From an optimization exercise on the open Yosys and OpenROAD flow, aimed at small area, a short achievable clock period and few clock cycles; shortcuts taken in it are not production practice. The RTL was checked by simulation tests, not by an equivalence proof against the original design. Power figures rest on the tool's default switching activity, not on a simulated workload.

==> inputs of run a <==
// nlm_sorter
module nlm_sorter (
    input  wire               clk,
    input  wire               rst,
    output wire               ready,
    input  wire               wr_en,
    input  wire [4:0]         wr_idx,
    input  wire [15:0]        wr_vcap,
    input  wire               wr_svc,
    input  wire               start,
    input  wire signed [23:0] v_arm,
    input  wire signed [15:0] i_p,
    input  wire [14:0]        i_dead,
    input  wire [15:0]        band,
    input  wire               full_bridge,
    output reg                done,
    output reg  [31:0]        mask,      
    output reg  [5:0]         n_out,
    output reg                neg,
    output reg                dir
);
==> flow/config.mk <==
export PLATFORM = sky130hd
export DESIGN_NAME = nlm_sorter
export DESIGN_NICKNAME = nlm_sorter
export VERILOG_FILES = /design/flow/design.v
export SDC_FILE = /design/flow/constraint.sdc
export NUM_CORES = 4
export LEC_CHECK = 0
export CAP_MARGIN = 40
export CORE_MARGIN = 2
export CORE_UTILIZATION = 25
export CTS_CLUSTER_DIAMETER = 80
export CTS_CLUSTER_SIZE = 20
export PLACE_DENSITY = 0.35
export SLEW_MARGIN = 40
==> flow/constraint.sdc <==
create_clock -name core_clock -period 12.0 [get_ports {clk}]
set_input_delay 2.4000 -clock core_clock [delete_from_list [all_inputs] [get_ports {clk}]]
set_output_delay 2.4000 -clock core_clock [all_outputs]
set_load 0.01 [all_outputs]
run.sh (not shown) runs the stock make flow with config.mk's settings and CLKGATE_MAP_FILE= SYNTH_SCRIPT=/design/flow/synth_recipe.tcl, a recipe that flattens the netlist after the stock synthesis.
==> inputs of run b, as changes to run a <==
--- a/flow/design.v
+++ b/flow/design.v
@@ -57,11 +57,11 @@
     reg  [5:0]  hd;
     reg         wb_v;
     reg  [4:0]  wb_idx;
     reg  [15:0] wb_val;
     reg         wb_s;
-    wire wmatch = wb_v && (hd == {1'b0, wb_idx});
+    reg  wmatch;                 
     reg  go_r;
     wire go = go_r;             
     reg  ready_r;
     assign ready = ready_r;
     wire wr_fire    = ready && wr_en;
@@ -73,22 +73,26 @@
     wire       busy_n   = go || (busy && (cc != C_END));
     wire       ready_n  = (!wb_v_n || (hd_n == {1'b0, wb_idx_n})) &&
                           (!pend_n || (!busy_n && hd_n == 6'd32));
     reg  [20:0] s_sum;
     reg  [5:0]  m_cnt;
-    wire [15:0] s_old = tsvc[0] ? tv[0] : 16'd0;
-    wire [15:0] s_new = wb_s ? wb_val : 16'd0;
+    reg         ds_v;
+    reg  [15:0] ds_new, ds_old;
+    wire [15:0] s_old = ds_old;
+    wire [15:0] s_new = ds_new;
     wire [20:0] s_x  = s_sum ^ {5'd0, s_new} ^ {5'h1f, ~s_old};
     wire [20:0] s_c  = (s_sum & {5'd0, s_new}) | (s_sum & {5'h1f, ~s_old}) |
                        ({5'd0, s_new} & {5'h1f, ~s_old});
     wire [31:0] s_upd = addp({11'd0, s_x}, {10'd0, s_c, 1'b0}, 1'b1);
     wire [31:0] m_upd = addp({26'd0, m_cnt}, {26'd0, {5{tsvc[0] & !wb_s}}, tsvc[0] ^ wb_s}, 1'b0);
     integer t;
     always @(posedge clk) begin
         for (t = 0; t < 32; t = t + 1)
             tv[t] <= tv[t+1];
         tv[32] <= wmatch ? wb_val : tv[0];
+        ds_new <= wb_s ? wb_val : 16'd0;
+        ds_old <= tsvc[0] ? tv[0] : 16'd0;
         if (wr_fire) begin
             wb_idx <= wr_idx;
             wb_val <= wr_vcap;
             wb_s   <= wr_svc;
         end
@@ -96,18 +100,20 @@
             hd    <= 6'd32;
             wb_v  <= 1'b0;
             tsvc  <= 33'd0;
             s_sum <= 21'd0;
             m_cnt <= 6'd0;
+            ds_v  <= 1'b0;
         end else begin
             hd    <= hd_n;
             wb_v  <= wb_v_n;
             tsvc  <= {wmatch ? wb_s : tsvc[0], tsvc[32:1]};
-            if (wmatch) begin
+            ds_v  <= wmatch;
+            if (ds_v)
                 s_sum <= s_upd[20:0];
+            if (wmatch)
                 m_cnt <= m_upd[5:0];
-            end
         end
     end
     reg         pdir;
     reg         r_neg, r_zero, r_d, chg;
     reg         r_dir;
@@ -123,32 +129,39 @@
     reg  [5:0]  q;
     reg         ovf;
     reg  [5:0]  n_r;
     wire [31:0] rem_t = addp({2'd0, rem}, {4'hf, ~dd}, 1'b1);           
     wire [31:0] ovf_t = addp({2'd0, rem}, {3'h7, ~dd, 1'b1}, 1'b1);     
-    reg  [26:0] a_sh;            
-    reg  [2:0]  m_sh;            
-    wire [31:0] o0 = {4'd0, m_sh[0] ? a_sh : 27'd0, 1'b0};
-    wire [31:0] o1 = {3'd0, m_sh[1] ? a_sh : 27'd0, 2'b0};
-    wire [31:0] o2 = {2'd0, m_sh[2] ? a_sh : 27'd0, 3'b0};
-    wire [31:0] o3 = ph[1] ? {11'd0, sreg} : {2'd0, rem};
-    wire [31:0] x1s = o0 ^ o1 ^ o2;
-    wire [31:0] x1c = {((o0 & o1) | (o0 & o2) | (o1 & o2)), 1'b0};
-    wire [31:0] x2s = x1s ^ x1c ^ o3;
-    wire [31:0] x2c = {((x1s & x1c) | (x1s & o3) | (x1c & o3)), 1'b0};
-    wire [31:0] num32 = addp(x2s, x2c, 1'b0);
-    wire [5:0] nsel = (r_zero || sreg == 21'd0 || mreg == 6'd0) ? 6'd0 :
-                      (ovf || q > mreg) ? mreg : q;
+    reg  [27:0] a_sh;            
+    reg  [1:0]  m_sh;            
+    wire [31:0] o0 = {3'd0, m_sh[0] ? a_sh : 28'd0, 1'b0};
+    wire [31:0] o1 = {2'd0, m_sh[1] ? a_sh : 28'd0, 2'b0};
+    wire [31:0] o3 = {2'd0, rem};
+    wire [31:0] x1s = o0 ^ o1 ^ o3;
+    wire [31:0] x1c = {((o0 & o1) | (o0 & o3) | (o1 & o3)), 1'b0};
+    wire [31:0] num32 = addp(x1s, x1c, 1'b0);
+    wire       q0 = !rem_t[31];
+    function [5:0] nfun;
+        input [4:0] qv;
+        begin
+            nfun = (r_zero || sreg == 21'd0 || mreg == 6'd0) ? 6'd0 :
+                   (ovf || {1'b0, qv} > mreg) ? mreg : {1'b0, qv};
+        end
+    endfunction
+    wire [5:0] nsel0 = nfun({q[3:0], 1'b0});
+    wire [5:0] nsel1 = nfun({q[3:0], 1'b1});
+    wire [7:0] ksel0 = 8'd128 - {2'b00, nsel0};
+    wire [7:0] ksel1 = 8'd128 - {2'b00, nsel1};
     reg  [15:0] rk [0:N-1];      
     reg  [N-1:0] cy;             
     reg  [N-1:0] cy_n;
     reg  [N-1:0] blp, ltvp, eqp, topp;
     reg          gp;
     wire [N-1:0] bl = gp ? blp : ltvp;
     wire [N-1:0] eq = eqp & (gp ? ~topp : topp);
     reg  [15:0] bsh;             
-    wire adding = |ph[8:1];
+    reg  adding;                 
     wire xm     = !chg;                      
     reg  srch;                               
     wire last   = (cc == C_SRCL);
     wire [4:0] ixs;
     genvar gb;
@@ -219,24 +232,28 @@
             srch <= !last;
         if (rst)
             srch <= 1'b0;
     end
     always @(posedge clk) begin
-        a_sh <= go ? {3'd0, is_varm[23] ? neg_v[23:0] : is_varm} : {a_sh[23:0], 3'd0};
-        m_sh <= go ? m_cnt[2:0] : mreg[5:3];
-        dd   <= ph[2] ? {2'b0, sreg, 5'd0} : dd >> 1;
-        q    <= ph[2] ? 6'd0 : {q[4:0], !rem_t[31]};
-        if (ph[1] || ph[2])
+        a_sh <= go ? {4'd0, is_varm[23] ? neg_v[23:0] : is_varm} : {a_sh[25:0], 2'd0};
+        m_sh <= go ? m_cnt[1:0] : ph[1] ? mreg[3:2] : mreg[5:4];
+        dd   <= ph[3] ? {2'b0, sreg, 5'd0} : dd >> 1;
+        q    <= ph[3] ? 6'd0 : {q[4:0], !rem_t[31]};
+        if (go)
+            rem <= {9'd0, ds_v ? s_upd[20:0] : s_sum};    
+        else if (ph[1] || ph[2] || ph[3])
             rem <= num32[29:0];
         else if (!rem_t[31])
             rem <= rem_t[29:0];
     end
     always @(posedge clk) begin
         if (rst) begin
             ready_r <= 1'b1;
             go_r    <= 1'b0;
+            wmatch  <= 1'b0;
             ph      <= 8'd0;
+            adding  <= 1'b0;
             pend  <= 1'b0;
             busy  <= 1'b0;
             cc    <= 5'd0;
             pdir  <= 1'b1;
             done  <= 1'b0;
@@ -245,10 +262,11 @@
             neg   <= 1'b0;
             dir   <= 1'b1;
         end else begin
             done    <= 1'b0;
             ready_r <= ready_n;
+            wmatch  <= wb_v_n && (hd_n == {1'b0, wb_idx_n});
             go_r    <= pend_n && !busy_n && (hd_n == 6'd32);
             if (start_fire) begin
                 pend    <= 1'b1;
                 is_varm <= v_arm;
                 is_gt   <= dmi[31];
@@ -257,28 +275,30 @@
                 is_fb   <= full_bridge;
             end else if (go) begin
                 pend <= 1'b0;
             end
             ph <= {ph[7:1], go};
+            adding <= go || (adding && !ph[8]);
             if (go) begin
                 busy   <= 1'b1;
                 cc     <= 5'd1;
                 r_neg  <= new_neg;
                 r_zero <= !is_fb && is_varm[23];
                 r_d    <= new_d;
                 chg    <= new_d ^ new_neg;
                 mreg   <= m_cnt;
-                sreg   <= s_sum;
                 r_dir  <= (m_cnt == 6'd0) ? pdir : new_d;
                 pdir   <= (m_cnt == 6'd0) ? pdir : new_d;
             end else if (busy) begin
                 cc <= cc + 5'd1;
-                if (ph[3])
+                if (ph[1])
+                    sreg <= s_sum;    
+                if (ph[4])
                     ovf <= !ovf_t[31];
                 if (ph[8]) begin
-                    n_r  <= nsel;
-                    kreg <= 8'd128 - {2'b00, nsel};
+                    n_r  <= q0 ? nsel1 : nsel0;
+                    kreg <= q0 ? ksel1 : ksel0;
                 end
                 if (cc == C_END) begin
                     busy  <= 1'b0;
                     cc    <= 5'd0;
                     mask  <= (n_r != 6'd0) ? (bl | eq) : {N{1'b0}};
==> flow/config.mk (replaced) <==
export PLATFORM = sky130hd
export DESIGN_NAME = nlm_sorter
export DESIGN_NICKNAME = nlm_sorter
export VERILOG_FILES = /design/flow/design.v
export SDC_FILE = /design/flow/constraint.sdc
export NUM_CORES = 4
export LEC_CHECK = 0
export CAP_MARGIN = 20
export CORE_MARGIN = 2
export CORE_UTILIZATION = 45
export CTS_CLUSTER_DIAMETER = 80
export CTS_CLUSTER_SIZE = 20
export PLACE_DENSITY = 0.6
export SLEW_MARGIN = 20
==> impl_summary.txt <==
----------------------------------------------------
[Route]
  Total routed wire length on the met1 layer ... about 87000 um

[Setup path]
  Timing endpoint of the critical path ... rem[22]
  Delay of the slowest cell on the worst path ... 550 ps

[Run status]
  Result of the run ... timing/DRC/antenna clean

[Power and ir drop]
  Internal portion of total power ... 8936 uW
  Sequential share of power ... about 47%

[Layout]
  Area of the multi-input gates ... 27290 um^2
  Net count, final ... 6481

[Placement]
  Post-placement cell area ... roughly 68000 um^2

----------------------------------------------------
the above is filed under run a

==> impl_summary.txt <==
----------------------------------------------------
[Layout]
  Area of the multi-input gates ... around 26000 um^2

[Power and ir drop]
  Sequential share of power ... between 40% and 50%
  Internal portion of total power ... 9128 uW

[Route]
  Total routed wire length on the met1 layer ... 69580 um

[Synth]
  Net Count, Synth ... about 6400

[Setup path]
  Delay of the slowest cell on the worst path ... ~970 ps
  Timing endpoint of the critical path ... rem[19]

[Run status]
  Result of the run ... timing/DRC/antenna clean

----------------------------------------------------
the above is filed under run b

Testbench counts of run a, summed over its fixed seeds: cycles 12,928.
Testbench counts of run b, summed over its fixed seeds: cycles 12,928.

what the ideal ports hide:
The flow's constraints put no driver on any port. The routed layouts listed below were extracted and timed again, unchanged, in two steps.
Step 1 assumes that a clkbuf_16 drives the clock port and a buf_2 every other input.
Step 2 times the ports against the registers' clock, not the clock port: input delays grow and output delays shrink by t, the midpoint of the rising clock arrivals with the driver on.
Three values: ideal ports, drivers, drivers and shift; two values: the first two.
| run | t, ns | setup slack, ns | latest minus earliest clock arrival (ns) |
|---|---|---|---|
| run a | 0.845 | 6.845 / 6.845 / 6.845 | 0.101 / 0.102 |
| run b | 0.794 | 7.269 / 7.269 / 7.269 | 0.037 / 0.037 |
After both steps every run listed still meets setup and hold.
